Context: an optimization exercise on an open-source flow, tuned for small area, a short achievable clock period and few clock cycles per item. The choices shown serve that exercise and are no tape-out recipe. Function not checked in this run: the RTL went through the layout flow alone. Power and IR drop assume default switching activity.

==> design.v <==
module adm_arb (
  input  wire          clk,
  input  wire          rst,
  input  wire          cfg_we,
  input  wire [5:0]    cfg_sess,
  input  wire [1:0]    cfg_class,
  input  wire [9:0]    cfg_quota,
  input  wire          st_we,
  input  wire [5:0]    st_sess,
  input  wire [39:0]   st_stamp,
  input  wire          start,
  input  wire          frame_first,
  input  wire [7:0]    die_slot,
  input  wire [511:0]  cand,
  output reg           ready,
  output reg           done,
  output reg  [7:0]    gnt_valid,
  output reg  [47:0]   gnt_sess
);
  localparam K = 3;    
  integer i, k, j;
  genvar g, u;
  function [2:0] pe8;
    input [7:0] x;
    reg [3:0] y;
    reg [1:0] z;
    begin
      pe8[2] = ~|x[3:0];
      y      = pe8[2] ? x[7:4] : x[3:0];
      pe8[1] = ~|y[1:0];
      z      = pe8[1] ? y[3:2] : y[1:0];
      pe8[0] = ~z[0];
    end
  endfunction
  function [5:0] pe64;
    input [63:0] x;
    reg [7:0] grp;
    reg [2:0] gi;
    reg [7:0] xs;
    integer n;
    begin
      for (n = 0; n < 8; n = n + 1)
        grp[n] = |x[8*n +: 8];
      gi = pe8(grp);
      xs = 8'd0;
      for (n = 0; n < 8; n = n + 1)
        if (gi == n) xs = x[8*n +: 8];
      pe64 = {gi, pe8(xs)};
    end
  endfunction
  function [6:0] rr_pick;
    input [63:0] req;
    input [5:0]  ptr;
    reg   [63:0] hi;
    begin
      hi = req & ({64{1'b1}} << ptr);
      rr_pick = {|req, pe64((|hi) ? hi : req)};
    end
  endfunction
  function [7:0] ffs8;
    input [7:0] x;
    integer n;
    reg below;
    begin
      below = 1'b0;
      for (n = 0; n < 8; n = n + 1) begin
        ffs8[n] = x[n] & ~below;
        below = below | x[n];
      end
    end
  endfunction
  function [5:0] enc64;
    input [63:0] x;
    integer n;
    begin
      enc64 = 6'd0;
      for (n = 0; n < 64; n = n + 1)
        if (x[n]) enc64 = enc64 | n[5:0];
    end
  endfunction
  reg [127:0]  sess_class;     
  reg [639:0]  sess_quota;     
  reg [2559:0] sess_stamp;     
  reg [639:0]  left;           
  reg [63:0]   alive;          
  reg [383:0]  rank;           
  reg [63:0]   written;        
  reg [47:0]   rr_normal;
  reg [47:0]   rr_bulk;
  wire [63:0] is_uh, is_n, is_b;
  wire [6:0]  key [0:63];      
  generate
    for (g = 0; g < 64; g = g + 1) begin : cls
      assign is_uh[g] = ~sess_class[2*g+1];
      assign is_n[g]  = sess_class[2*g +: 2] == 2'd2;
      assign is_b[g]  = sess_class[2*g +: 2] == 2'd3;
      assign key[g]   = {sess_class[2*g], rank[6*g +: 6]};
    end
  endgenerate
  reg        pv;         
  reg [5:0]  ps;
  reg [39:0] pst;
  always @(posedge clk) begin
    if (rst) pv <= 1'b0;
    else     pv <= st_we;
    if (st_we) begin
      ps  <= st_sess;
      pst <= st_stamp;
    end
  end
  wire [63:0] beats;
  generate
    for (g = 0; g < 64; g = g + 1) begin : cmp
      wire lo  = (g < ps);
      wire gt  = {sess_stamp[40*g +: 39], ~lo} > {pst[38:0], 1'b0};
      wire d39 = sess_stamp[40*g+39] ^ ~pst[39] ^ gt;
      assign beats[g] = written[g] & (ps != g) & d39;
    end
  endgenerate
  reg [6:0] pcnt;
  reg [1:0] c2 [0:31];
  reg [2:0] c3 [0:15];
  reg [3:0] c4 [0:7];
  reg [4:0] c5 [0:3];
  reg [5:0] c6 [0:1];
  always @* begin
    for (k = 0; k < 32; k = k + 1) c2[k] = {1'b0, beats[2*k]} + {1'b0, beats[2*k+1]};
    for (k = 0; k < 16; k = k + 1) c3[k] = {1'b0, c2[2*k]} + {1'b0, c2[2*k+1]};
    for (k = 0; k < 8;  k = k + 1) c4[k] = {1'b0, c3[2*k]} + {1'b0, c3[2*k+1]};
    for (k = 0; k < 4;  k = k + 1) c5[k] = {1'b0, c4[2*k]} + {1'b0, c4[2*k+1]};
    for (k = 0; k < 2;  k = k + 1) c6[k] = {1'b0, c5[2*k]} + {1'b0, c5[2*k+1]};
    pcnt = {1'b0, c6[0]} + {1'b0, c6[1]};
  end
  wire [5:0] rank_ps = rank[6*ps +: 6];
  reg          busy;
  reg [8*K-1:0] ch;           
  reg [K-1:0]  act;           
  reg [7:0]    todo;          
  reg [64*K-1:0] cr;          
  wire go   = ~busy & start;
  wire proc = busy & ~pv;       
  wire [7:0]   src = go ? die_slot : todo;
  reg  [8*K-1:0] sel;
  reg  [7:0]   rest;
  always @* begin
    rest = src;
    for (j = 0; j < K; j = j + 1) begin
      sel[8*j +: 8] = ffs8(rest);
      rest = rest & ~sel[8*j +: 8];
    end
  end
  wire [63:0] nb1, nb2, nb3;
  generate
    for (g = 0; g < 64; g = g + 1) begin : nbf
      wire [9:0] l = left[10*g +: 10];
      assign nb1[g] = ~|l[9:1];
      assign nb2[g] = ~|l[9:2] & ~(l[1] & l[0]);
      assign nb3[g] = ~|l[9:2];
    end
  endgenerate
  function [63:0] elim;
    input [63:0] e;
    input [447:0] kf;    
    reg [63:0] c;
    reg any;
    integer b, n;
    begin
      c = e;
      for (b = 6; b >= 0; b = b - 1) begin
        any = 1'b0;
        for (n = 0; n < 64; n = n + 1)
          any = any | (c[n] & ~kf[7*n + b]);
        for (n = 0; n < 64; n = n + 1)
          c[n] = c[n] & ~(any & kf[7*n + b]);
      end
      elim = c;
    end
  endfunction
  reg [447:0] keyf;
  always @*
    for (k = 0; k < 64; k = k + 1)
      keyf[7*k +: 7] = key[k];
  wire [63:0]  base = alive & is_uh;
  wire [63:0]  w   [0:K-1];     
  wire [K-1:0] uh;              
  wire [K-1:0] vld;
  wire [5:0]   sid [0:K-1];
  wire [6:0]   rn  [0:K-1];
  wire [6:0]   rb  [0:K-1];
  generate
    for (u = 0; u < K; u = u + 1) begin : unit
      wire [63:0] c = cr[64*u +: 64];
      wire [63:0] e = c & base;
      reg  [5:0]  pn, pb;
      integer m;
      always @* begin
        pn = 6'd0; pb = 6'd0;
        for (m = 0; m < 8; m = m + 1) begin
          pn = pn | ({6{ch[8*u+m]}} & rr_normal[6*m +: 6]);
          pb = pb | ({6{ch[8*u+m]}} & rr_bulk[6*m +: 6]);
        end
      end
      wire [63:0] cn = c & is_n;
      wire [63:0] cb = c & is_b;
      wire        hn = |cn;
      wire [6:0]  rp = rr_pick(hn ? cn : cb, hn ? pn : pb);
      assign w[u]   = elim(e, keyf);
      assign uh[u]  = |e;
      assign rn[u]  = {hn, rp[5:0]};
      assign rb[u]  = {~hn & rp[6], rp[5:0]};
      assign vld[u] = uh[u] | rp[6];
      assign sid[u] = uh[u] ? enc64(w[u]) : rp[5:0];
    end
  endgenerate
  reg [K-1:0] conf, commit;
  reg [63:0]  n1, n2, n3;       
  reg [63:0]  bec;
  reg         kill;
  always @* begin
    n1 = 64'd0; n2 = 64'd0; n3 = 64'd0;
    kill = 1'b0;
    for (j = 0; j < K; j = j + 1) begin
      bec     = (n1 & nb1) | (n2 & nb2) | (n3 & nb3);
      conf[j] = act[j] & |(w[j] & bec);
      kill    = kill | conf[j];
      commit[j] = act[j] & ~kill;
      n3 = n3 | (n2 & {64{act[j]}} & w[j]);
      n2 = n2 | (n1 & {64{act[j]}} & w[j]);
      n1 = n1 | ({64{act[j]}} & w[j]);
    end
  end
  wire batch_done = ~kill;
  wire load       = go | (proc & batch_done);
  reg [63:0] t1, t2, t3;
  reg [1:0]  tc [0:63];
  always @* begin
    t1 = 64'd0; t2 = 64'd0; t3 = 64'd0;
    for (j = 0; j < K; j = j + 1) begin
      t3 = t3 | (t2 & {64{commit[j]}} & w[j]);
      t2 = t2 | (t1 & {64{commit[j]}} & w[j]);
      t1 = t1 | ({64{commit[j]}} & w[j]);
    end
    for (k = 0; k < 64; k = k + 1)
      tc[k] = {1'b0, t1[k]} + {1'b0, t2[k]} + {1'b0, t3[k]};
  end
  wire [63:0] bec_now = (t1 & nb1) | (t2 & nb2) | (t3 & nb3);
  reg [8*K-1:0] nsel;
  reg [64*K-1:0] ncr;
  always @* begin
    nsel = load ? sel : ch;
    ncr  = {64*K{1'b0}};
    for (j = 0; j < K; j = j + 1)
      for (k = 0; k < 8; k = k + 1)
        ncr[64*j +: 64] = ncr[64*j +: 64] | ({64{nsel[8*j+k]}} & cand[64*k +: 64]);
  end
  always @(posedge clk)
    cr <= ncr;
  wire frame_clear = go & frame_first;
  generate
    for (g = 0; g < 64; g = g + 1) begin : sess
      wire [9:0] q    = sess_quota[10*g +: 10];
      wire [9:0] qe   = (q == 10'd0) ? 10'd1 : q;
      wire [9:0] cqe  = (cfg_quota == 10'd0) ? 10'd1 : cfg_quota;
      wire [5:0] r    = rank[6*g +: 6];
      wire       gt_r = r > rank_ps;
      always @(posedge clk) begin
        if (cfg_we && cfg_sess == g) begin
          sess_class[2*g +: 2]   <= cfg_class;
          sess_quota[10*g +: 10] <= cfg_quota;
        end
        if (st_we && st_sess == g)
          sess_stamp[40*g +: 40] <= st_stamp;
        if (cfg_we && cfg_sess == g)
          left[10*g +: 10] <= cqe;
        else if (frame_clear)
          left[10*g +: 10] <= qe;
        else if (proc && t1[g])
          left[10*g +: 10] <= left[10*g +: 10] - {8'd0, tc[g]};
        if (rst || frame_clear)
          alive[g] <= 1'b1;
        else if (proc && bec_now[g])
          alive[g] <= 1'b0;
        if (rst)
          rank[6*g +: 6] <= g;
        else if (pv) begin
          if (ps == g)
            rank[6*g +: 6] <= pcnt[5:0];
          else if (!beats[g] && !gt_r)
            rank[6*g +: 6] <= r + 6'd1;
          else if (beats[g] && gt_r)
            rank[6*g +: 6] <= r - 6'd1;
        end
        if (rst)
          written[g] <= 1'b0;
        else if (pv && ps == g)
          written[g] <= 1'b1;
      end
    end
  endgenerate
  always @(posedge clk) begin
    if (rst) begin
      busy      <= 1'b0;
      ready     <= 1'b1;
      done      <= 1'b0;
      ch        <= {8*K{1'b0}};
      act       <= {K{1'b0}};
      todo      <= 8'd0;
      gnt_valid <= 8'd0;
      rr_normal <= 48'd0;
      rr_bulk   <= 48'd0;
    end else begin
      done <= 1'b0;
      if (load) begin
        ch   <= sel;
        todo <= rest;
        for (j = 0; j < K; j = j + 1)
          act[j] <= |sel[8*j +: 8];
      end else if (proc)
        act <= act & ~commit;
      if (go) begin
        gnt_valid <= 8'd0;
        if (die_slot == 8'd0)
          done <= 1'b1;
        else begin
          busy  <= 1'b1;
          ready <= 1'b0;
        end
      end else if (proc) begin
        for (j = 0; j < K; j = j + 1)
          for (k = 0; k < 8; k = k + 1)
            if (commit[j] && ch[8*j+k]) begin
              gnt_valid[k] <= vld[j];
              if (!uh[j] && rn[j][6])
                rr_normal[6*k +: 6] <= rn[j][5:0] + 6'd1;
              else if (!uh[j] && rb[j][6])
                rr_bulk[6*k +: 6] <= rb[j][5:0] + 6'd1;
            end
        if (batch_done && todo == 8'd0) begin
          busy  <= 1'b0;
          ready <= 1'b1;
          done  <= 1'b1;
        end
      end
    end
  end
  always @(posedge clk) begin
    if (proc)
      for (j = 0; j < K; j = j + 1)
        for (k = 0; k < 8; k = k + 1)
          if (commit[j] && ch[8*j+k])
            gnt_sess[6*k +: 6] <= sid[j];
  end
endmodule
==> run.sh <==
#!/bin/bash
# synth_recipe.tcl (not shown) runs the flow's synth.tcl, then flattens the netlist and writes it again
# the make line also repeats each setting of config.mk as NAME=value (left out here)
make -C /OpenROAD-flow-scripts/flow DESIGN_CONFIG=/design/flow/config.mk WORK_HOME=/design/flow/orfs CLKGATE_MAP_FILE= SYNTH_SCRIPT=/design/flow/synth_recipe.tcl finish
==> config.mk <==
export PLATFORM = sky130hd
export DESIGN_NAME = adm_arb
export DESIGN_NICKNAME = adm_arb
export VERILOG_FILES = /design/flow/design.v
export SDC_FILE = /design/flow/constraint.sdc
export NUM_CORES = 8
export LEC_CHECK = 0
export CAP_MARGIN = 20
export CORE_MARGIN = 2
export CORE_UTILIZATION = 60
export GPL_TIMING_DRIVEN = 1
export PLACE_DENSITY = 0.7
export SLEW_MARGIN = 20
==> constraint.sdc <==
create_clock -name core_clock -period 36.0 [get_ports {clk}]
set_input_delay 7.2000 -clock core_clock [delete_from_list [all_inputs] [get_ports {clk}]]
set_output_delay 7.2000 -clock core_clock [all_outputs]
set_load 0.01 [all_outputs]
==> flow_metrics.py <==
metrics = {
    "logic_synthesis": {
        "ys_warn_count": 7,
        "synth_edf_count": 4062,
        "synthSimpleGateAreaFrac": 0.165,
        "synth_cell_types": 128,
        "yosys.area_share.adder": 0.140,
        "ys_seq_area_frac": 0.409,
        "yosysTopAreaCell": "edfxtp_1",
        "synth_nets": 38501,
        "synth_top_family_by_area": "compound AO/OA/AOI/OAI gates",
        "synth_mux_area_frac": 0.0208,
        "postSynthCellCount": 34323,
        "netlist.area_leader.share": 0.359,
        "synth-compound-area-share": 0.204,
        "synth_area_um2": 339000,
        "avgSynthCellArea_um2": 9.89,
        "synth-seq-cells": 4906,
        "synthArstFlopShare": 0,
        "ys_top_cells_by_area": "edfxtp_1 36%, ha_1 12%, dfxtp_1 5.0%, a21oi_1 4.3%, nor2_1 2.7%",
        "synth_xor_area_frac": 0.0231,
        "synthFlopType": "edfxtp_1",
    },
    "floorplan": {
        "initial_core_util": 0.601,
        "die_w_um": 756,
        "die-height_um": 756,
        "ios": 648,
        "core.rowCount": 276,
    },
    "run_status": {
        "status": "did not finish",
        "error": "[ERROR GRT-0116] Global routing finished with congestion. Check the congestion regions in the DRC Viewer.",
        "haltStage": "5_1_grt",
    },
    "grt": {
        "grt-ovfl-total": 10123,
        "grt_pass1_wl_mm": 3730,
        "grt_max_degree": 160,
        "grt_pass1_vias": 407864,
        "grt_use_total": 0.911,
    },
    "clock_tree": {
        "clk_path_buf_depth": 4,
        "htreeDepth": 6,
        "cts-root-buf": "clkbuf_16",
        "cts_buffers": 535,
        "cts.repair.resized": 0,
        "cts.sinks": 4906,
        "cts_hold_buf": 0,
        "post-cts-setup-buffers": 0,
    },
    "place": {
        "place.gp.congestion": 1.53,
        "io_buffer_count": 647,
        "dp_hpwl_mm": 1620,
    },
}
==> per-layer routing <==
layer,global-route usage,GRT overflow
met4,0.901,3106
met2,1.00,4958
met1,0.907,921
met3,0.840,984
met5,0.647,154
==> how the worst min path moves through the flow <==
stage,cells after the start,slack [ns],end,from
2_1_floorplan,2,0.43,written[0],written[0]
3_3_place_gp,1,0.44,ready,ready
3_5_place_dp,2,0.45,written[31],written[31]
4_1_cts,2,0.46,written[31],written[31]
==> power groups by stage <==
stage	combinational, mW	clock, mW	sequential [mW]
after CTS	9.81	5.65	6.82
after detailed placement	9.66	0	6.94
after global placement	9.46	0	6.93
after floorplan	5.31	0	6.72
==> per-stage QoR <==
step                utilization  instance area, um^2  power (mW)  worst slack, ns  cells
floorplan                     -               339000        12.0            24.16  34323
global placement          0.639               360000        16.4            13.93  42018
detailed placement        0.640               361000        16.6            14.40  42044
CTS                       0.671               379000        22.3            14.30  43014
==> cell families after synthesis <==
kind of cell | Yosys count
adder cells (fa/ha/maj) | 3631
AND/OR/NAND/NOR | 10814
flip-flops | 4906
buffers and inverters | 3171
AO/OA/AOI/OAI | 10367
multiplexers | 537
XOR/XNOR | 897
==> cell usage after synthesis, types with 312 or more instances <==
cell,instances
nand2_1,2234
nand3_1,754
a21o_1,814
nor3_1,784
o21ai_0,1812
nor2b_1,669
nand4_1,886
nor4_1,697
o22ai_1,392
clkbuf_1,1580
a21oi_1,2916
a31oi_1,343
o211ai_1,312
inv_1,1134
edfxtp_1,4062
nor2_1,2480
ha_1,3278
dfxtp_1,844
xor2_1,344
xnor2_1,553
nand2b_1,619
a22oi_1,578
nand3b_1,364
a211oi_1,378
